From an optimization exercise on the open Yosys and OpenROAD flow, aimed at small area and a short achievable clock period; shortcuts taken in it are not production practice.
Only simulation tests tie the RTL to the original design; equivalence was not proved.
Power is estimated from default activity; no workload was simulated.

$ cat flow/flow/run.sh
#!/bin/bash
# Standard synthesis, then the standard ORFS layout steps with:
# - port buffers of a plain buffer cell (buf_2) rather than the default,
set -euo pipefail
bash standard.sh synth > synth.log 2>&1
bash standard.sh SETUP_SLACK_MARGIN=10.6 TNS_END_PERCENT=100 \
    "BUFFER_PORTS_ARGS=-buffer_cell sky130_fd_sc_hd__buf_2" finish > layout.log 2>&1
$ cat flow/standard.sh
#!/bin/bash
# synth_recipe.tcl (not shown) runs the flow's synth.tcl, then flattens the netlist and writes it again
# the make line also repeats each setting of config.mk as NAME=value (left out here)
make -C /OpenROAD-flow-scripts/flow DESIGN_CONFIG=/design/flow/config.mk WORK_HOME=/design/flow/orfs CLKGATE_MAP_FILE= SYNTH_SCRIPT=/design/flow/synth_recipe.tcl "${@:-finish}"
$ cat flow/config.mk
export PLATFORM = sky130hd
export DESIGN_NAME = flt_rank_det
export DESIGN_NICKNAME = flt_rank_det
export VERILOG_FILES = /design/flow/design.v
export SDC_FILE = /design/flow/constraint.sdc
export NUM_CORES = 8
export LEC_CHECK = 0
export ABC_AREA = 1
export CAP_MARGIN = 20
export CORE_MARGIN = 2
export CORE_UTILIZATION = 65
export CTS_CLUSTER_DIAMETER = 60
export CTS_CLUSTER_SIZE = 30
export SLEW_MARGIN = 20
$ cat flow/design.v
module flt_rank_det (
    input  wire        clk,
    input  wire        rst,
    input  wire        sync,
    input  wire        cfg_rank_en,
    input  wire [4:0]  cfg_win,
    input  wire [4:0]  cfg_k,
    input  wire        cfg_suppress,
    input  wire [15:0] cfg_settle_base,
    input  wire [4:0]  cfg_pk_log2,
    input  wire [4:0]  cfg_rms_log2,
    input  wire [3:0]  cfg_atk,
    input  wire [3:0]  cfg_dcy,
    input  wire        in_valid,
    input  wire [15:0] in_data,
    output reg         out_valid,
    output reg  [15:0] out_data,
    output reg         out_settling,
    output reg         env_valid,
    output wire [15:0] env,
    output reg         env_ok,
    output reg         pk_valid,
    output wire [15:0] pk,
    output wire        pk_ok,
    output reg         rms_valid,
    output wire [15:0] rms,
    output wire        rms_ok
);
    integer i;
    wire restart = rst | sync;
    wire [3:0] win_i = cfg_win[4] ? 4'd15 :
                       (cfg_win < 5'd3) ? 4'd3 :
                       cfg_win[0] ? cfg_win[3:0] : cfg_win[3:0] - 4'd1;
    wire [4:0] pk_i  = (cfg_pk_log2 < 5'd4) ? 5'd4 :
                       (cfg_pk_log2 > 5'd16) ? 5'd16 : cfg_pk_log2;
    wire [4:0] rms_i = (cfg_rms_log2 < 5'd4) ? 5'd4 :
                       (cfg_rms_log2 > 5'd16) ? 5'd16 : cfg_rms_log2;
    reg        c_rank_en;
    reg [3:0]  win;           
    reg [14:3] inw_r;         
    reg [4:0]  c_k;
    reg [3:0]  km1;           
    reg        c_sup;
    reg [4:0]  pk_n;          
    reg [4:0]  rms_n;         
    reg [3:0]  c_atk;
    reg [3:0]  c_dcy;
    always @(posedge clk) begin
        if (restart) begin
            c_rank_en <= cfg_rank_en;
            win       <= win_i;
            for (i = 3; i < 15; i = i + 1)
                inw_r[i] <= (i < win_i);
            c_k       <= cfg_k;
            c_sup     <= cfg_suppress;
            pk_n      <= pk_i;
            rms_n     <= rms_i;
            c_atk     <= cfg_atk;
            c_dcy     <= cfg_dcy;
        end
    end
    wire [14:0] inw = {inw_r, 3'b111};
    reg [15:0] xa;
    reg        va;
    reg        r1;
    always @(posedge clk) begin
        xa <= in_data;
        va <= in_valid;
        r1 <= restart;
    end
    wire bv_en = va & ~r1;
    reg [15:0] w [0:14];
    reg [14:0] vld;
    reg [3:0]  dr [1:14];     
    reg        bv;
    function cmp16;
        input [15:0] a;
        input [15:0] b;
        input        eq;
        reg   [15:0] au, bu;
        reg          c;
        integer      k;
        begin
            au = ~a; au[15] = a[15];
            bu = b;  bu[15] = ~b[15];
            c  = eq;
            for (k = 0; k < 16; k = k + 1)
                c = (au[k] & bu[k]) | (au[k] & c) | (bu[k] & c);
            cmp16 = c;
        end
    endfunction
    reg [15:0] lv;
    reg [15:0] lv_nx;
    always @* begin
        lv_nx = 16'd0;
        for (i = 1; i < 14; i = i + 2)
            if (inw[i+1] && (i == 13 || !inw[i+2]) && vld[i])
                lv_nx = w[i];
    end
    wire zx = xa[15] | (xa == 16'd0);    
    reg [13:0] cb;    
    reg [13:0] db;    
    always @* begin
        for (i = 0; i < 14; i = i + 1) begin
            cb[i] = vld[i] ? cmp16(xa, w[i], 1'b1) : zx;
            db[i] = vld[i] & cmp16(lv, w[i], 1'b0);
        end
    end
    wire [3:0] dr_x = ((win[2:1] == 2'b01) || (win[2:1] == 2'b11)) ? win : win - 4'd1;
    reg [3:0] dr0;
    always @* begin
        dr0 = dr_x;
        for (i = 1; i < 15; i = i + 1)
            if (inw[i])
                dr0 = dr0 ^ dr[i];
    end
    always @(posedge clk) begin
        bv <= bv_en;
        if (r1) begin
            vld  <= 15'd0;
            lv   <= 16'd0;
            km1  <= (c_k == 5'd0) ? 4'd0 :
                    (c_k > {1'b0, win}) ? win - 4'd1 : c_k[3:0] - 4'd1;
            for (i = 1; i < 15; i = i + 1)
                dr[i] <= i[3:0];
        end else if (bv_en) begin
            vld   <= {vld[13:0], 1'b1};
            lv    <= lv_nx;
            dr[1] <= dr0 + {3'd0, cb[0]} - {3'd0, db[0]};
            for (i = 2; i < 15; i = i + 1)
                dr[i] <= dr[i-1] + {3'd0, cb[i-1]} - {3'd0, db[i-1]};
        end
        if (bv_en) begin
            w[0] <= xa;
            for (i = 1; i < 15; i = i + 1)
                w[i] <= w[i-1];
        end
    end
    reg [15:0] y;
    reg        hit_old;
    always @* begin
        hit_old = 1'b0;
        for (i = 1; i < 15; i = i + 1)
            if (inw[i] && dr[i] == km1)
                hit_old = 1'b1;
        y = (!c_rank_en || !hit_old) ? w[0] : 16'd0;
        for (i = 1; i < 15; i = i + 1)
            if (c_rank_en && inw[i] && vld[i] && dr[i] == km1)
                y = y | w[i];
    end
    wire [14:0] ymag = out_data[15] ? (~out_data[14:0] + {14'd0, (out_data[14:0] != 15'd0)})
                                    : out_data[14:0];
    reg [15:0] scnt;          
    reg [3:0]  wcnt;          
    reg [15:0] pos;           
    reg        cv;
    reg        c_pklast;
    reg        c_rmslast;
    reg [14:0] mag;
    reg        dv;
    reg        d_settling;
    reg        d_pklast;
    reg        d_rmslast;
    wire settling_now = (scnt != 16'd0) || (wcnt != 4'd0);
    reg [15:0] pk_mask, rms_mask;
    always @* begin
        for (i = 0; i < 16; i = i + 1) begin
            pk_mask[i]  = (i < pk_n);
            rms_mask[i] = (i < rms_n);
        end
    end
    always @(posedge clk) begin
        cv        <= bv & ~r1;
        dv         <= cv & ~r1;
        mag        <= (cv & ~r1) ? ymag : 15'd0;     
        d_settling <= out_settling;
        d_pklast   <= c_pklast;
        d_rmslast  <= c_rmslast;
        out_valid <= bv & ~r1 & ~restart & ~(c_sup & settling_now);
        out_data     <= y;
        out_settling <= settling_now;
        c_pklast     <= &(pos | ~pk_mask);
        c_rmslast    <= &(pos | ~rms_mask);
        if (restart)
            scnt <= cfg_settle_base;
        else if (bv && !r1 && wcnt == 4'd0 && scnt != 16'd0)
            scnt <= scnt - 16'd1;
        if (r1) begin
            wcnt <= c_rank_en ? win - 4'd1 : 4'd0;
            pos  <= 16'd0;
        end else if (bv) begin
            if (wcnt != 4'd0)
                wcnt <= wcnt - 4'd1;
            pos <= pos + 16'd1;
        end
    end
    function gt16;
        input [15:0] a;
        input [15:0] b;
        reg   [15:0] g, e;
        integer      k, s;
        begin
            for (k = 0; k < 16; k = k + 1) begin
                g[k] = a[k] & ~b[k];
                e[k] = ~(a[k] ^ b[k]);
            end
            for (s = 1; s < 16; s = s * 2)
                for (k = 0; k < 16; k = k + 2 * s) begin
                    g[k] = g[k+s] | (e[k+s] & g[k]);
                    e[k] = e[k+s] & e[k];
                end
            gt16 = g[0];
        end
    endfunction
    reg  [15:0] e_hi;         
    reg  [14:0] e_lo;         
    reg         e_c;
    wire        rising  = gt16({mag, ~e_c}, e_hi);
    wire signed [31:0] env_d = $signed({1'b0, mag, ~e_c, 15'd0}) - $signed({1'b0, e_hi, e_lo});
    wire signed [31:0] st_a = env_d >>> c_atk;
    wire signed [31:0] st_d = env_d >>> c_dcy;
    wire [30:0] st      = rising ? st_a[30:0] : st_d[30:0];
    wire [15:0] n_lo    = {1'b0, e_lo} + {1'b0, st[14:0]};
    wire [16:0] n_hx    = {e_hi, 1'b1} + {st[30:15], e_c};    
    wire [15:0] n_hi    = n_hx[16:1];
    reg  [14:0] env_r;
    reg         env_up;       
    reg         env_ok_p;
    wire [15:0] e_top   = e_hi + {15'd0, e_c};
    assign env = {1'b0, env_r};
    reg  [14:0] pk_acc;
    reg         pk_bok;
    reg         pk_first;
    assign pk    = {1'b0, pk_acc};
    assign pk_ok = pk_bok;
    reg  [14:0] s_lo;
    reg  [14:0] s_mid;
    reg  [15:0] s_hi;
    reg         s_c1, s_c2;
    reg         rms_bok;
    reg         rms_first;
    reg         rms_more;     
    reg         sq_ld;
    wire [45:0] acc_m = {rms_more ? {s_hi, s_mid[14:8]} : 23'd0,
                         rms_first ? 23'd0 : {s_mid[7:0], s_lo}};
    wire        acc_c1 = rms_more & s_c1;
    wire        acc_c2 = rms_more & s_c2;
    wire [45:0] tr_s, tr_c;
    wire [14:0] msq = mag;                   
    wire ts1;
    wire tc2;
    assign ts1 = (msq[0] & msq[9]) ^ (msq[1] & msq[8]);
    assign tc2 = (msq[0] & msq[9]) & (msq[1] & msq[8]);
    wire ts3;
    wire tc4;
    assign ts3 = (msq[0] & msq[10]) ^ (msq[1] & msq[9]);
    assign tc4 = (msq[0] & msq[10]) & (msq[1] & msq[9]);
    wire ts5;
    wire tc6;
    assign ts5 = (msq[0] & msq[11]) ^ (msq[1] & msq[10]) ^ (msq[2] & msq[9]);
    assign tc6 = ((msq[0] & msq[11]) & (msq[1] & msq[10])) | ((msq[0] & msq[11]) & (msq[2] & msq[9])) | ((msq[1] & msq[10]) & (msq[2] & msq[9]));
    wire ts7;
    wire tc8;
    assign ts7 = (msq[3] & msq[8]) ^ (msq[4] & msq[7]);
    assign tc8 = (msq[3] & msq[8]) & (msq[4] & msq[7]);
    wire ts9;
    wire tc10;
    assign ts9 = (msq[0] & msq[12]) ^ (msq[1] & msq[11]) ^ (msq[2] & msq[10]);
    assign tc10 = ((msq[0] & msq[12]) & (msq[1] & msq[11])) | ((msq[0] & msq[12]) & (msq[2] & msq[10])) | ((msq[1] & msq[11]) & (msq[2] & msq[10]));
    wire ts11;
    wire tc12;
    assign ts11 = (msq[3] & msq[9]) ^ (msq[4] & msq[8]);
    assign tc12 = (msq[3] & msq[9]) & (msq[4] & msq[8]);
    wire ts13;
    wire tc14;
    assign ts13 = (msq[0] & msq[13]) ^ (msq[1] & msq[12]) ^ (msq[2] & msq[11]);
    assign tc14 = ((msq[0] & msq[13]) & (msq[1] & msq[12])) | ((msq[0] & msq[13]) & (msq[2] & msq[11])) | ((msq[1] & msq[12]) & (msq[2] & msq[11]));
    wire ts15;
    wire tc16;
    assign ts15 = (msq[3] & msq[10]) ^ (msq[4] & msq[9]) ^ (msq[5] & msq[8]);
    assign tc16 = ((msq[3] & msq[10]) & (msq[4] & msq[9])) | ((msq[3] & msq[10]) & (msq[5] & msq[8])) | ((msq[4] & msq[9]) & (msq[5] & msq[8]));
    wire ts17;
    wire tc18;
    assign ts17 = (msq[6] & msq[7]) ^ msq[7];
    assign tc18 = (msq[6] & msq[7]) & msq[7];
    wire ts19;
    wire tc20;
    assign ts19 = (msq[0] & msq[14]) ^ (msq[1] & msq[13]) ^ (msq[2] & msq[12]);
    assign tc20 = ((msq[0] & msq[14]) & (msq[1] & msq[13])) | ((msq[0] & msq[14]) & (msq[2] & msq[12])) | ((msq[1] & msq[13]) & (msq[2] & msq[12]));
    wire ts21;
    wire tc22;
    assign ts21 = (msq[3] & msq[11]) ^ (msq[4] & msq[10]) ^ (msq[5] & msq[9]);
    assign tc22 = ((msq[3] & msq[11]) & (msq[4] & msq[10])) | ((msq[3] & msq[11]) & (msq[5] & msq[9])) | ((msq[4] & msq[10]) & (msq[5] & msq[9]));
    wire ts23;
    wire tc24;
    assign ts23 = (msq[6] & msq[8]) ^ acc_m[15] ^ acc_c1;
    assign tc24 = ((msq[6] & msq[8]) & acc_m[15]) | ((msq[6] & msq[8]) & acc_c1) | (acc_m[15] & acc_c1);
    wire ts25;
    wire tc26;
    assign ts25 = (msq[1] & msq[14]) ^ (msq[2] & msq[13]) ^ (msq[3] & msq[12]);
    assign tc26 = ((msq[1] & msq[14]) & (msq[2] & msq[13])) | ((msq[1] & msq[14]) & (msq[3] & msq[12])) | ((msq[2] & msq[13]) & (msq[3] & msq[12]));
    wire ts27;
    wire tc28;
    assign ts27 = (msq[4] & msq[11]) ^ (msq[5] & msq[10]) ^ (msq[6] & msq[9]);
    assign tc28 = ((msq[4] & msq[11]) & (msq[5] & msq[10])) | ((msq[4] & msq[11]) & (msq[6] & msq[9])) | ((msq[5] & msq[10]) & (msq[6] & msq[9]));
    wire ts29;
    wire tc30;
    assign ts29 = (msq[7] & msq[8]) ^ msq[8] ^ acc_m[16];
    assign tc30 = ((msq[7] & msq[8]) & msq[8]) | ((msq[7] & msq[8]) & acc_m[16]) | (msq[8] & acc_m[16]);
    wire ts31;
    wire tc32;
    assign ts31 = (msq[2] & msq[14]) ^ (msq[3] & msq[13]) ^ (msq[4] & msq[12]);
    assign tc32 = ((msq[2] & msq[14]) & (msq[3] & msq[13])) | ((msq[2] & msq[14]) & (msq[4] & msq[12])) | ((msq[3] & msq[13]) & (msq[4] & msq[12]));
    wire ts33;
    wire tc34;
    assign ts33 = (msq[5] & msq[11]) ^ (msq[6] & msq[10]) ^ (msq[7] & msq[9]);
    assign tc34 = ((msq[5] & msq[11]) & (msq[6] & msq[10])) | ((msq[5] & msq[11]) & (msq[7] & msq[9])) | ((msq[6] & msq[10]) & (msq[7] & msq[9]));
    wire ts35;
    wire tc36;
    assign ts35 = (msq[3] & msq[14]) ^ (msq[4] & msq[13]) ^ (msq[5] & msq[12]);
    assign tc36 = ((msq[3] & msq[14]) & (msq[4] & msq[13])) | ((msq[3] & msq[14]) & (msq[5] & msq[12])) | ((msq[4] & msq[13]) & (msq[5] & msq[12]));
    wire ts37;
    wire tc38;
    assign ts37 = (msq[6] & msq[11]) ^ (msq[7] & msq[10]) ^ (msq[8] & msq[9]);
    assign tc38 = ((msq[6] & msq[11]) & (msq[7] & msq[10])) | ((msq[6] & msq[11]) & (msq[8] & msq[9])) | ((msq[7] & msq[10]) & (msq[8] & msq[9]));
    wire ts39;
    wire tc40;
    assign ts39 = (msq[4] & msq[14]) ^ (msq[5] & msq[13]) ^ (msq[6] & msq[12]);
    assign tc40 = ((msq[4] & msq[14]) & (msq[5] & msq[13])) | ((msq[4] & msq[14]) & (msq[6] & msq[12])) | ((msq[5] & msq[13]) & (msq[6] & msq[12]));
    wire ts41;
    wire tc42;
    assign ts41 = (msq[5] & msq[14]) ^ (msq[6] & msq[13]) ^ (msq[7] & msq[12]);
    assign tc42 = ((msq[5] & msq[14]) & (msq[6] & msq[13])) | ((msq[5] & msq[14]) & (msq[7] & msq[12])) | ((msq[6] & msq[13]) & (msq[7] & msq[12]));
    wire ts43;
    wire tc44;
    assign ts43 = (msq[0] & msq[5]) ^ (msq[1] & msq[4]);
    assign tc44 = (msq[0] & msq[5]) & (msq[1] & msq[4]);
    wire ts45;
    wire tc46;
    assign ts45 = (msq[0] & msq[6]) ^ (msq[1] & msq[5]);
    assign tc46 = (msq[0] & msq[6]) & (msq[1] & msq[5]);
    wire ts47;
    wire tc48;
    assign ts47 = (msq[0] & msq[7]) ^ (msq[1] & msq[6]) ^ (msq[2] & msq[5]);
    assign tc48 = ((msq[0] & msq[7]) & (msq[1] & msq[6])) | ((msq[0] & msq[7]) & (msq[2] & msq[5])) | ((msq[1] & msq[6]) & (msq[2] & msq[5]));
    wire ts49;
    wire tc50;
    assign ts49 = (msq[3] & msq[4]) ^ msq[4];
    assign tc50 = (msq[3] & msq[4]) & msq[4];
    wire ts51;
    wire tc52;
    assign ts51 = (msq[0] & msq[8]) ^ (msq[1] & msq[7]) ^ (msq[2] & msq[6]);
    assign tc52 = ((msq[0] & msq[8]) & (msq[1] & msq[7])) | ((msq[0] & msq[8]) & (msq[2] & msq[6])) | ((msq[1] & msq[7]) & (msq[2] & msq[6]));
    wire ts53;
    wire tc54;
    assign ts53 = (msq[3] & msq[5]) ^ acc_m[9];
    assign tc54 = (msq[3] & msq[5]) & acc_m[9];
    wire ts55;
    wire tc56;
    assign ts55 = ts1 ^ (msq[2] & msq[7]) ^ (msq[3] & msq[6]);
    assign tc56 = (ts1 & (msq[2] & msq[7])) | (ts1 & (msq[3] & msq[6])) | ((msq[2] & msq[7]) & (msq[3] & msq[6]));
    wire ts57;
    wire tc58;
    assign ts57 = (msq[4] & msq[5]) ^ msq[5] ^ acc_m[10];
    assign tc58 = ((msq[4] & msq[5]) & msq[5]) | ((msq[4] & msq[5]) & acc_m[10]) | (msq[5] & acc_m[10]);
    wire ts59;
    wire tc60;
    assign ts59 = tc2 ^ ts3 ^ (msq[2] & msq[8]);
    assign tc60 = (tc2 & ts3) | (tc2 & (msq[2] & msq[8])) | (ts3 & (msq[2] & msq[8]));
    wire ts61;
    wire tc62;
    assign ts61 = (msq[3] & msq[7]) ^ (msq[4] & msq[6]) ^ acc_m[11];
    assign tc62 = ((msq[3] & msq[7]) & (msq[4] & msq[6])) | ((msq[3] & msq[7]) & acc_m[11]) | ((msq[4] & msq[6]) & acc_m[11]);
    wire ts63;
    wire tc64;
    assign ts63 = tc4 ^ ts5 ^ ts7;
    assign tc64 = (tc4 & ts5) | (tc4 & ts7) | (ts5 & ts7);
    wire ts65;
    wire tc66;
    assign ts65 = (msq[5] & msq[6]) ^ msq[6] ^ acc_m[12];
    assign tc66 = ((msq[5] & msq[6]) & msq[6]) | ((msq[5] & msq[6]) & acc_m[12]) | (msq[6] & acc_m[12]);
    wire ts67;
    wire tc68;
    assign ts67 = tc6 ^ tc8 ^ ts9;
    assign tc68 = (tc6 & tc8) | (tc6 & ts9) | (tc8 & ts9);
    wire ts69;
    wire tc70;
    assign ts69 = ts11 ^ (msq[5] & msq[7]) ^ acc_m[13];
    assign tc70 = (ts11 & (msq[5] & msq[7])) | (ts11 & acc_m[13]) | ((msq[5] & msq[7]) & acc_m[13]);
    wire ts71;
    wire tc72;
    assign ts71 = tc10 ^ tc12 ^ ts13;
    assign tc72 = (tc10 & tc12) | (tc10 & ts13) | (tc12 & ts13);
    wire ts73;
    wire tc74;
    assign ts73 = ts15 ^ ts17 ^ acc_m[14];
    assign tc74 = (ts15 & ts17) | (ts15 & acc_m[14]) | (ts17 & acc_m[14]);
    wire ts75;
    wire tc76;
    assign ts75 = tc14 ^ tc16 ^ tc18;
    assign tc76 = (tc14 & tc16) | (tc14 & tc18) | (tc16 & tc18);
    wire ts77;
    wire tc78;
    assign ts77 = ts19 ^ ts21 ^ ts23;
    assign tc78 = (ts19 & ts21) | (ts19 & ts23) | (ts21 & ts23);
    wire ts79;
    wire tc80;
    assign ts79 = tc20 ^ tc22 ^ tc24;
    assign tc80 = (tc20 & tc22) | (tc20 & tc24) | (tc22 & tc24);
    wire ts81;
    wire tc82;
    assign ts81 = ts25 ^ ts27 ^ ts29;
    assign tc82 = (ts25 & ts27) | (ts25 & ts29) | (ts27 & ts29);
    wire ts83;
    wire tc84;
    assign ts83 = tc26 ^ tc28 ^ tc30;
    assign tc84 = (tc26 & tc28) | (tc26 & tc30) | (tc28 & tc30);
    wire ts85;
    wire tc86;
    assign ts85 = ts31 ^ ts33 ^ acc_m[17];
    assign tc86 = (ts31 & ts33) | (ts31 & acc_m[17]) | (ts33 & acc_m[17]);
    wire ts87;
    wire tc88;
    assign ts87 = tc32 ^ tc34 ^ ts35;
    assign tc88 = (tc32 & tc34) | (tc32 & ts35) | (tc34 & ts35);
    wire ts89;
    wire tc90;
    assign ts89 = ts37 ^ msq[9] ^ acc_m[18];
    assign tc90 = (ts37 & msq[9]) | (ts37 & acc_m[18]) | (msq[9] & acc_m[18]);
    wire ts91;
    wire tc92;
    assign ts91 = tc36 ^ tc38 ^ ts39;
    assign tc92 = (tc36 & tc38) | (tc36 & ts39) | (tc38 & ts39);
    wire ts93;
    wire tc94;
    assign ts93 = (msq[7] & msq[11]) ^ (msq[8] & msq[10]) ^ acc_m[19];
    assign tc94 = ((msq[7] & msq[11]) & (msq[8] & msq[10])) | ((msq[7] & msq[11]) & acc_m[19]) | ((msq[8] & msq[10]) & acc_m[19]);
    wire ts95;
    wire tc96;
    assign ts95 = tc40 ^ ts41 ^ (msq[8] & msq[11]);
    assign tc96 = (tc40 & ts41) | (tc40 & (msq[8] & msq[11])) | (ts41 & (msq[8] & msq[11]));
    wire ts97;
    wire tc98;
    assign ts97 = (msq[9] & msq[10]) ^ msq[10] ^ acc_m[20];
    assign tc98 = ((msq[9] & msq[10]) & msq[10]) | ((msq[9] & msq[10]) & acc_m[20]) | (msq[10] & acc_m[20]);
    wire ts99;
    wire tc100;
    assign ts99 = tc42 ^ (msq[6] & msq[14]) ^ (msq[7] & msq[13]);
    assign tc100 = (tc42 & (msq[6] & msq[14])) | (tc42 & (msq[7] & msq[13])) | ((msq[6] & msq[14]) & (msq[7] & msq[13]));
    wire ts101;
    wire tc102;
    assign ts101 = (msq[8] & msq[12]) ^ (msq[9] & msq[11]) ^ acc_m[21];
    assign tc102 = ((msq[8] & msq[12]) & (msq[9] & msq[11])) | ((msq[8] & msq[12]) & acc_m[21]) | ((msq[9] & msq[11]) & acc_m[21]);
    wire ts103;
    wire tc104;
    assign ts103 = (msq[7] & msq[14]) ^ (msq[8] & msq[13]) ^ (msq[9] & msq[12]);
    assign tc104 = ((msq[7] & msq[14]) & (msq[8] & msq[13])) | ((msq[7] & msq[14]) & (msq[9] & msq[12])) | ((msq[8] & msq[13]) & (msq[9] & msq[12]));
    wire ts105;
    wire tc106;
    assign ts105 = (msq[10] & msq[11]) ^ msq[11] ^ acc_m[22];
    assign tc106 = ((msq[10] & msq[11]) & msq[11]) | ((msq[10] & msq[11]) & acc_m[22]) | (msq[11] & acc_m[22]);
    wire ts107;
    wire tc108;
    assign ts107 = (msq[8] & msq[14]) ^ (msq[9] & msq[13]) ^ (msq[10] & msq[12]);
    assign tc108 = ((msq[8] & msq[14]) & (msq[9] & msq[13])) | ((msq[8] & msq[14]) & (msq[10] & msq[12])) | ((msq[9] & msq[13]) & (msq[10] & msq[12]));
    wire ts109;
    wire tc110;
    assign ts109 = (msq[9] & msq[14]) ^ (msq[10] & msq[13]) ^ (msq[11] & msq[12]);
    assign tc110 = ((msq[9] & msq[14]) & (msq[10] & msq[13])) | ((msq[9] & msq[14]) & (msq[11] & msq[12])) | ((msq[10] & msq[13]) & (msq[11] & msq[12]));
    wire ts111;
    wire tc112;
    assign ts111 = (msq[0] & msq[3]) ^ (msq[1] & msq[2]);
    assign tc112 = (msq[0] & msq[3]) & (msq[1] & msq[2]);
    wire ts113;
    wire tc114;
    assign ts113 = (msq[0] & msq[4]) ^ (msq[1] & msq[3]);
    assign tc114 = (msq[0] & msq[4]) & (msq[1] & msq[3]);
    wire ts115;
    wire tc116;
    assign ts115 = ts43 ^ (msq[2] & msq[3]) ^ msq[3];
    assign tc116 = (ts43 & (msq[2] & msq[3])) | (ts43 & msq[3]) | ((msq[2] & msq[3]) & msq[3]);
    wire ts117;
    wire tc118;
    assign ts117 = tc44 ^ ts45 ^ (msq[2] & msq[4]);
    assign tc118 = (tc44 & ts45) | (tc44 & (msq[2] & msq[4])) | (ts45 & (msq[2] & msq[4]));
    wire ts119;
    wire tc120;
    assign ts119 = tc46 ^ ts47 ^ ts49;
    assign tc120 = (tc46 & ts47) | (tc46 & ts49) | (ts47 & ts49);
    wire ts121;
    wire tc122;
    assign ts121 = tc48 ^ tc50 ^ ts51;
    assign tc122 = (tc48 & tc50) | (tc48 & ts51) | (tc50 & ts51);
    wire ts123;
    wire tc124;
    assign ts123 = tc52 ^ tc54 ^ ts55;
    assign tc124 = (tc52 & tc54) | (tc52 & ts55) | (tc54 & ts55);
    wire ts125;
    wire tc126;
    assign ts125 = tc56 ^ tc58 ^ ts59;
    assign tc126 = (tc56 & tc58) | (tc56 & ts59) | (tc58 & ts59);
    wire ts127;
    wire tc128;
    assign ts127 = tc60 ^ tc62 ^ ts63;
    assign tc128 = (tc60 & tc62) | (tc60 & ts63) | (tc62 & ts63);
    wire ts129;
    wire tc130;
    assign ts129 = tc64 ^ tc66 ^ ts67;
    assign tc130 = (tc64 & tc66) | (tc64 & ts67) | (tc66 & ts67);
    wire ts131;
    wire tc132;
    assign ts131 = tc68 ^ tc70 ^ ts71;
    assign tc132 = (tc68 & tc70) | (tc68 & ts71) | (tc70 & ts71);
    wire ts133;
    wire tc134;
    assign ts133 = tc72 ^ tc74 ^ ts75;
    assign tc134 = (tc72 & tc74) | (tc72 & ts75) | (tc74 & ts75);
    wire ts135;
    wire tc136;
    assign ts135 = tc76 ^ tc78 ^ ts79;
    assign tc136 = (tc76 & tc78) | (tc76 & ts79) | (tc78 & ts79);
    wire ts137;
    wire tc138;
    assign ts137 = tc80 ^ tc82 ^ ts83;
    assign tc138 = (tc80 & tc82) | (tc80 & ts83) | (tc82 & ts83);
    wire ts139;
    wire tc140;
    assign ts139 = tc84 ^ tc86 ^ ts87;
    assign tc140 = (tc84 & tc86) | (tc84 & ts87) | (tc86 & ts87);
    wire ts141;
    wire tc142;
    assign ts141 = tc88 ^ tc90 ^ ts91;
    assign tc142 = (tc88 & tc90) | (tc88 & ts91) | (tc90 & ts91);
    wire ts143;
    wire tc144;
    assign ts143 = tc92 ^ tc94 ^ ts95;
    assign tc144 = (tc92 & tc94) | (tc92 & ts95) | (tc94 & ts95);
    wire ts145;
    wire tc146;
    assign ts145 = tc96 ^ tc98 ^ ts99;
    assign tc146 = (tc96 & tc98) | (tc96 & ts99) | (tc98 & ts99);
    wire ts147;
    wire tc148;
    assign ts147 = tc100 ^ tc102 ^ ts103;
    assign tc148 = (tc100 & tc102) | (tc100 & ts103) | (tc102 & ts103);
    wire ts149;
    wire tc150;
    assign ts149 = tc104 ^ tc106 ^ ts107;
    assign tc150 = (tc104 & tc106) | (tc104 & ts107) | (tc106 & ts107);
    wire ts151;
    wire tc152;
    assign ts151 = tc108 ^ ts109 ^ msq[12];
    assign tc152 = (tc108 & ts109) | (tc108 & msq[12]) | (ts109 & msq[12]);
    wire ts153;
    wire tc154;
    assign ts153 = tc110 ^ (msq[10] & msq[14]) ^ (msq[11] & msq[13]);
    assign tc154 = (tc110 & (msq[10] & msq[14])) | (tc110 & (msq[11] & msq[13])) | ((msq[10] & msq[14]) & (msq[11] & msq[13]));
    wire ts155;
    wire tc156;
    assign ts155 = (msq[11] & msq[14]) ^ (msq[12] & msq[13]) ^ msq[13];
    assign tc156 = ((msq[11] & msq[14]) & (msq[12] & msq[13])) | ((msq[11] & msq[14]) & msq[13]) | ((msq[12] & msq[13]) & msq[13]);
    wire ts157;
    wire tc158;
    assign ts157 = (msq[0] & msq[1]) ^ msq[1];
    assign tc158 = (msq[0] & msq[1]) & msq[1];
    wire ts159;
    wire tc160;
    assign ts159 = (msq[0] & msq[2]) ^ acc_m[3];
    assign tc160 = (msq[0] & msq[2]) & acc_m[3];
    wire ts161;
    wire tc162;
    assign ts161 = ts111 ^ msq[2] ^ acc_m[4];
    assign tc162 = (ts111 & msq[2]) | (ts111 & acc_m[4]) | (msq[2] & acc_m[4]);
    wire ts163;
    wire tc164;
    assign ts163 = tc112 ^ ts113 ^ acc_m[5];
    assign tc164 = (tc112 & ts113) | (tc112 & acc_m[5]) | (ts113 & acc_m[5]);
    wire ts165;
    wire tc166;
    assign ts165 = tc114 ^ ts115 ^ acc_m[6];
    assign tc166 = (tc114 & ts115) | (tc114 & acc_m[6]) | (ts115 & acc_m[6]);
    wire ts167;
    wire tc168;
    assign ts167 = tc116 ^ ts117 ^ acc_m[7];
    assign tc168 = (tc116 & ts117) | (tc116 & acc_m[7]) | (ts117 & acc_m[7]);
    wire ts169;
    wire tc170;
    assign ts169 = tc118 ^ ts119 ^ acc_m[8];
    assign tc170 = (tc118 & ts119) | (tc118 & acc_m[8]) | (ts119 & acc_m[8]);
    wire ts171;
    wire tc172;
    assign ts171 = tc120 ^ ts121 ^ ts53;
    assign tc172 = (tc120 & ts121) | (tc120 & ts53) | (ts121 & ts53);
    wire ts173;
    wire tc174;
    assign ts173 = tc122 ^ ts123 ^ ts57;
    assign tc174 = (tc122 & ts123) | (tc122 & ts57) | (ts123 & ts57);
    wire ts175;
    wire tc176;
    assign ts175 = tc124 ^ ts125 ^ ts61;
    assign tc176 = (tc124 & ts125) | (tc124 & ts61) | (ts125 & ts61);
    wire ts177;
    wire tc178;
    assign ts177 = tc126 ^ ts127 ^ ts65;
    assign tc178 = (tc126 & ts127) | (tc126 & ts65) | (ts127 & ts65);
    wire ts179;
    wire tc180;
    assign ts179 = tc128 ^ ts129 ^ ts69;
    assign tc180 = (tc128 & ts129) | (tc128 & ts69) | (ts129 & ts69);
    wire ts181;
    wire tc182;
    assign ts181 = tc130 ^ ts131 ^ ts73;
    assign tc182 = (tc130 & ts131) | (tc130 & ts73) | (ts131 & ts73);
    wire ts183;
    wire tc184;
    assign ts183 = tc132 ^ ts133 ^ ts77;
    assign tc184 = (tc132 & ts133) | (tc132 & ts77) | (ts133 & ts77);
    wire ts185;
    wire tc186;
    assign ts185 = tc134 ^ ts135 ^ ts81;
    assign tc186 = (tc134 & ts135) | (tc134 & ts81) | (ts135 & ts81);
    wire ts187;
    wire tc188;
    assign ts187 = tc136 ^ ts137 ^ ts85;
    assign tc188 = (tc136 & ts137) | (tc136 & ts85) | (ts137 & ts85);
    wire ts189;
    wire tc190;
    assign ts189 = tc138 ^ ts139 ^ ts89;
    assign tc190 = (tc138 & ts139) | (tc138 & ts89) | (ts139 & ts89);
    wire ts191;
    wire tc192;
    assign ts191 = tc140 ^ ts141 ^ ts93;
    assign tc192 = (tc140 & ts141) | (tc140 & ts93) | (ts141 & ts93);
    wire ts193;
    wire tc194;
    assign ts193 = tc142 ^ ts143 ^ ts97;
    assign tc194 = (tc142 & ts143) | (tc142 & ts97) | (ts143 & ts97);
    wire ts195;
    wire tc196;
    assign ts195 = tc144 ^ ts145 ^ ts101;
    assign tc196 = (tc144 & ts145) | (tc144 & ts101) | (ts145 & ts101);
    wire ts197;
    wire tc198;
    assign ts197 = tc146 ^ ts147 ^ ts105;
    assign tc198 = (tc146 & ts147) | (tc146 & ts105) | (ts147 & ts105);
    wire ts199;
    wire tc200;
    assign ts199 = tc148 ^ ts149 ^ acc_m[23];
    assign tc200 = (tc148 & ts149) | (tc148 & acc_m[23]) | (ts149 & acc_m[23]);
    wire ts201;
    wire tc202;
    assign ts201 = tc150 ^ ts151 ^ acc_m[24];
    assign tc202 = (tc150 & ts151) | (tc150 & acc_m[24]) | (ts151 & acc_m[24]);
    wire ts203;
    wire tc204;
    assign ts203 = tc152 ^ ts153 ^ acc_m[25];
    assign tc204 = (tc152 & ts153) | (tc152 & acc_m[25]) | (ts153 & acc_m[25]);
    wire ts205;
    wire tc206;
    assign ts205 = tc154 ^ ts155 ^ acc_m[26];
    assign tc206 = (tc154 & ts155) | (tc154 & acc_m[26]) | (ts155 & acc_m[26]);
    wire ts207;
    wire tc208;
    assign ts207 = tc156 ^ (msq[12] & msq[14]) ^ acc_m[27];
    assign tc208 = (tc156 & (msq[12] & msq[14])) | (tc156 & acc_m[27]) | ((msq[12] & msq[14]) & acc_m[27]);
    wire ts209;
    wire tc210;
    assign ts209 = (msq[13] & msq[14]) ^ msq[14] ^ acc_m[28];
    assign tc210 = ((msq[13] & msq[14]) & msq[14]) | ((msq[13] & msq[14]) & acc_m[28]) | (msq[14] & acc_m[28]);
    assign tr_s = {acc_m[45], acc_m[44], acc_m[43], acc_m[42], acc_m[41], acc_m[40], acc_m[39], acc_m[38], acc_m[37], acc_m[36], acc_m[35], acc_m[34], acc_m[33], acc_m[32], acc_m[31], acc_m[30], tc210, tc208, tc206, tc204, tc202, tc200, tc198, tc196, tc194, tc192, tc190, tc188, tc186, tc184, tc182, tc180, tc178, tc176, tc174, tc172, tc170, tc168, tc166, tc164, tc162, tc160, tc158, ts157, acc_m[1], msq[0]};
    assign tr_c = {1'b0, 1'b0, 1'b0, 1'b0, 1'b0, 1'b0, 1'b0, 1'b0, 1'b0, 1'b0, 1'b0, 1'b0, 1'b0, 1'b0, 1'b0, acc_c2, acc_m[29], ts209, ts207, ts205, ts203, ts201, ts199, ts197, ts195, ts193, ts191, ts189, ts187, ts185, ts183, ts181, ts179, ts177, ts175, ts173, ts171, ts169, ts167, ts165, ts163, ts161, ts159, acc_m[2], 1'b0, acc_m[0]};
    always @(posedge clk) begin
        {s_c1, s_lo}  <= {1'b0, tr_s[14:0]} + {1'b0, tr_c[14:0]};
        {s_c2, s_mid} <= {1'b0, tr_s[29:15]} + {1'b0, tr_c[29:15]};
        s_hi          <= tr_s[45:30] + tr_c[45:30];
        env_up    <= dv & ~r1;
        env_valid <= env_up & ~r1 & ~restart;
        env_r     <= e_top[15:1];
        env_ok    <= env_ok_p;
        pk_valid  <= dv & d_pklast & ~r1 & ~restart;
        sq_ld     <= dv & d_rmslast & ~r1;
        if (r1) begin
            e_hi      <= 16'd1;
            e_lo      <= 15'd0;
            e_c       <= 1'b0;
            pk_first  <= 1'b1;
            rms_first <= 1'b1;
            rms_more  <= 1'b0;
        end else if (dv) begin
            e_hi      <= n_hi;
            e_lo      <= n_lo[14:0];
            e_c       <= n_lo[15];
            env_ok_p  <= !d_settling;
            pk_first  <= d_pklast;
            rms_first <= d_rmslast;
            rms_more  <= !d_rmslast;
            if (pk_first || mag > pk_acc)
                pk_acc <= mag;
            if (pk_first)
                pk_bok <= !d_settling;
            if (rms_first)
                rms_bok <= !d_settling;
        end
    end
    wire [45:0] sum_acc = {s_hi, s_mid, s_lo} + {15'd0, s_c2, 14'd0, s_c1, 15'd0};
    reg  [43:0] sq_a;
    reg  [4:0]  sq_jm1;       
    always @* begin
        if (rms_n == 5'd4) begin
            sq_a   = {sum_acc[33:2], 12'd0};
            sq_jm1 = 5'd15;
        end else if (rms_n[0]) begin
            sq_a   = {1'b0, sum_acc[45:3]};
            sq_jm1 = 5'd23 - rms_n[4:1];           
        end else begin
            sq_a   = sum_acc[45:2];
            sq_jm1 = 5'd23 - rms_n[4:1];           
        end
    end
    reg  [43:0] sq_op;
    reg  [15:0] sq_root;
    reg  [15:0] sq_rem;
    reg  [4:0]  sq_cnt;
    reg         sq_ok;
    wire [17:0] sq_rem_t = {sq_rem, sq_op[43:42]};
    wire [17:0] sq_trial = {sq_root, 2'b01};
    wire [18:0] sq_diff  = {1'b0, sq_rem_t} - {1'b0, sq_trial};
    wire        sq_take  = !sq_diff[18];
    wire        sq_take0 = sq_a[43] | sq_a[42];
    assign rms    = sq_root;
    assign rms_ok = sq_ok;
    always @(posedge clk) begin
        rms_valid <= (sq_cnt == 5'd1) & ~r1 & ~restart;
        if (r1) begin
            sq_cnt <= 5'd0;
        end else if (sq_ld) begin
            sq_cnt <= sq_jm1;
            sq_ok  <= rms_bok;
        end else if (sq_cnt != 5'd0) begin
            sq_cnt <= sq_cnt - 5'd1;
        end
        if (sq_ld) begin
            sq_op   <= {sq_a[41:0], 2'b00};
            sq_root <= {15'd0, sq_take0};
            sq_rem  <= {14'd0, sq_a[43:42] - {1'b0, sq_take0}};
        end else begin
            sq_op   <= {sq_op[41:0], 2'b00};
            sq_rem  <= sq_take ? sq_diff[15:0] : sq_rem_t[15:0];
            if (sq_cnt == 5'd1)
                sq_root <= sq_root + {15'd0, sq_take};
            else
                sq_root <= {sq_root[14:0], sq_take};
        end
    end
endmodule
$ cat flow/constraint.sdc
create_clock -name core_clock -period 15.0 [get_ports {clk}]
set_input_delay 3.0000 -clock core_clock [delete_from_list [all_inputs] [get_ports {clk}]]
set_output_delay 3.0000 -clock core_clock [all_outputs]
set_load 0.01 [all_outputs]
==> impl_results.md <==
- Outcome: timing/DRC/antenna clean
- Fillers: 5347
- CTS tree: yes
- Post-synth EDFFs: 316
- GR Util met1: 51.5%
- Most used DFF post-synth: dfxtp_1
- Routing usage on met2: 64.4%
- Nets: 6526
- Async S/R FF share, synth: 0%
- CTS Root Cell: clkbuf_16
- Largest cells by area after synthesis: edfxtp_1, dfxtp_1, nand2_1
- Core area: 68600 µm²
- Slew HR: 21.1%
- Peak Freq: 0.226 GHz
- Post-synth top cells: nand2_1, inv_1, o22ai_1
- Num ports: 138
- Pin count of the biggest net entering global routing: 73
- RSZ-0062 raised after global routing: yes
- Data required, critical path: 15540 ps
- Clock sink total: 661
- Drt drc: 0
- Antenna diodes: 0
- CP Launch Type: flip-flop
- Avg Vias per Cell: 6.13
- Tmin final: 4420 ps
- Antenna viol nets, final: 0
- Routability cong.: 0.987
- Register Area: 16500 µm²
- Cell with the most instances after synthesis: nand2_1
- Busiest grt layer: met2
- Detailed-route via count: 43700
- Hold Fails Final Rpt: 0
- Worst-Skew Late Latency: 670 ps
- Initial antenna violation count: 2
- Synth area leader: edfxtp_1
- Vias in the first global route: 40600
- PwrDens: 103 nW/µm²
- Total CTS buffers: 56
- All-Layer GR Usage: 40.7%
- Final Routed Wirelength: 151000 µm
- Detail Placement HPWL: 105000 µm
- Fin util: 74.6%
- Crit. End Element: flip-flop
- CTS H-tree lvls: 2
- Post-synthesis cell count: 5991
- Critical setup path kind: reg -> reg
- Overall Power: 0.00528 W
- Library cells used by synthesis: 71
- Clock slew seen by the registers of the worst setup and hold paths: 80 ps
- Synthesized area: 45000 µm²
- Synthesis-to-finish area growth: 13.6%
- Share of cells above drive strength 1: 12.6%
- Setup TNS: 0 ps
- Crit path max fanout: 5
- Longest Clk Path Bufs: 3
- Die area: 71400 µm²
- Final Slew Violations: 0
- Maximum vdd ir drop: 0.136 mV
- Grt total ovfl: 0
- Leakage power: 24.0 nW
- Final Hold Slack: 336 ps
- Slew of the pin with the lowest slew margin: 1180 ps
- Synthesized area per cell: 7.51 µm²
- Initial Util: 65.6%
- Drt wl/cell: 21.2 µm
- Die width: 267 µm
- Final period util: 29.4%
- Port-buffer cells: 135
- Top cell type's share of synthesized area: 21.1%
- Final setup fails: 0
- First-pass GRT wire length: 226000 µm
- Max-cap viol count: 0
- Row count: 96
- YS warnings: 4
- Met3 Track Usage GR: 8.64%
- Seq/Total Area, Yosys: 36.4%
- 1st-iter DRT viols: 5888
- Area of the multi-input gates: 24400 µm²
- Die H: 267 µm
- Pre-Repair DR Iteration Count: 7
- Worst hold path type: reg -> reg
- Arr. time, crit path: 4950 ps
- Worst Skew: 39.4 ps
- Synth Register Bits: 661
what timing repair did:
item | in CTS | in global routing
buffers inserted | 67 | 78
hold buffers | 0 | 0
pin swaps | 26 | 113
resized for setup | 161 | 260
cloned | 8 | 4
endpoints found under the setup margin | 44 | 54
layout make-up:
class / instances / area share [%]
flip-flops and latches: 661 / 32.3
clock inverters: 44 / 1.17
inverters: 1170 / 8.74
well taps: 931 / 2.28
clock buffers: 62 / 2.82
repair buffers: 341 / 5.01
multi-input cells: 3927 / 47.6
repair inverters: 1 / 0.0318
where the power goes:
part           internal (W)  total, W  switching (W)
combinational      0.000557   0.00149       0.000931
clock              0.000797   0.00164       0.000840
sequential          0.00201   0.00216       0.000151
worst max-delay path, stage by stage, from the launching register on:
cell	delay [ps]
dfxtp_4	370
buf_12	140
buf_4	140
nand2_1	50
inv_1	60
fa_1	530
fa_1	520
inv_1	50
fa_1	490
inv_1	60
fa_1	550
ha_4	230
a21oi_2	130
nand2_2	80
nand3_2	60
nand2_2	60
buf_4	130
buf_4	120
buf_4	120
buf_4	130
buf_4	130
xor2_1	150
through the flow:
stage               cell area, µm²  setup slack, ps  cells
finish                       51100            10580   7137
global route                 51100            10370   7137
CTS                          49700            10490   7055
detailed placement           46300             9430   6874
global placement             46300             9520   6874
floorplan                    45100            10600   5992
cell usage in the layout, fill, tap and decap left out, types with 33 or more instances in the layout:
master        n
nand2_1    1181
ha_1        173
dfxtp_1     290
o221ai_1     41
buf_4       172
nand2_2      53
xnor2_1      81
nor3_1       56
xor2_1      203
inv_2        33
nand4_1      48
fa_1         84
nand3_1     169
inv_1      1116
a21oi_1     305
o22ai_1     441
buf_2       133
o21ai_0     330
dfxtp_2      34
nor2_1      329
clkbuf_16    57
edfxtp_1    316
metal layers:
metal / wire length (µm) / vias to the layer above
li1: - / 20200
met1: 56800 / 20300
met2: 67600 / 2639
met3: 16400 / 662
met4: 10200 / 2
met5: 10 / -
kinds of logic after synthesis:
group	share of synthesized area, %
and+or+nand+nor	17.7
buffers and inverters	11.9
AOI/OAI and AO/OA	18.2
DFF	36.4
adders and majority gates	10.1
xor gates and xnor gates	5.58
muxes	0.0445
other	0.00833
registers in the layout, indices dropped and copies added, names as in the netlist, 15 cells and up:
signal	count
vld	15
mag	15
e_lo	15
s_mid	15
sq_op	42
w	240
env_r	15
xa	16
s_hi	16
pk_acc	15
sq_rem	16
scnt	16
lv	16
pos	16
sq_root	16
s_lo	15
out_data	16
e_hi	16
dr	56
worst paths after layout:
path	slack (ps)	from	cells past startpoint	end
setup / recovery	10580	mag[12]$_SDFF_PN0_	21	s_mid[8]$_DFF_P_
hold / removal	340	c_pklast$_DFF_P_	0	d_pklast$_DFF_P_
setup reg to reg	10580	mag[12]$_SDFF_PN0_	21	s_mid[8]$_DFF_P_
hold reg to reg	340	c_pklast$_DFF_P_	0	d_pklast$_DFF_P_

re-timing with driven ports:
The flow's constraints put no driver on any port. The routed layout listed below was extracted and timed again, unchanged, in two steps.
Step 1 (the two cells are an assumption about what drives the block):
set clk [get_ports {clk}]
set_driving_cell -lib_cell sky130_fd_sc_hd__clkbuf_16 $clk
set_driving_cell -lib_cell sky130_fd_sc_hd__buf_2 [delete_from_list [all_inputs] $clk]
Step 2 times the ports against the registers' clock, not the clock port: input delays grow and output delays shrink by t, the midpoint of the rising clock arrivals with the driver on.
a / b / c = ideal / step 1 / step 2; a / b = the first two.
t (ns): 0.717
setup WS [ns]: 10.583 / 10.555 / 10.369
worst setup path at the end: input to register
cell pins on the clock port's net: 1
After both steps setup and hold are still met in this run. The setup slack of this run moves by -0.028 ns with the drivers and by -0.214 ns with both steps.
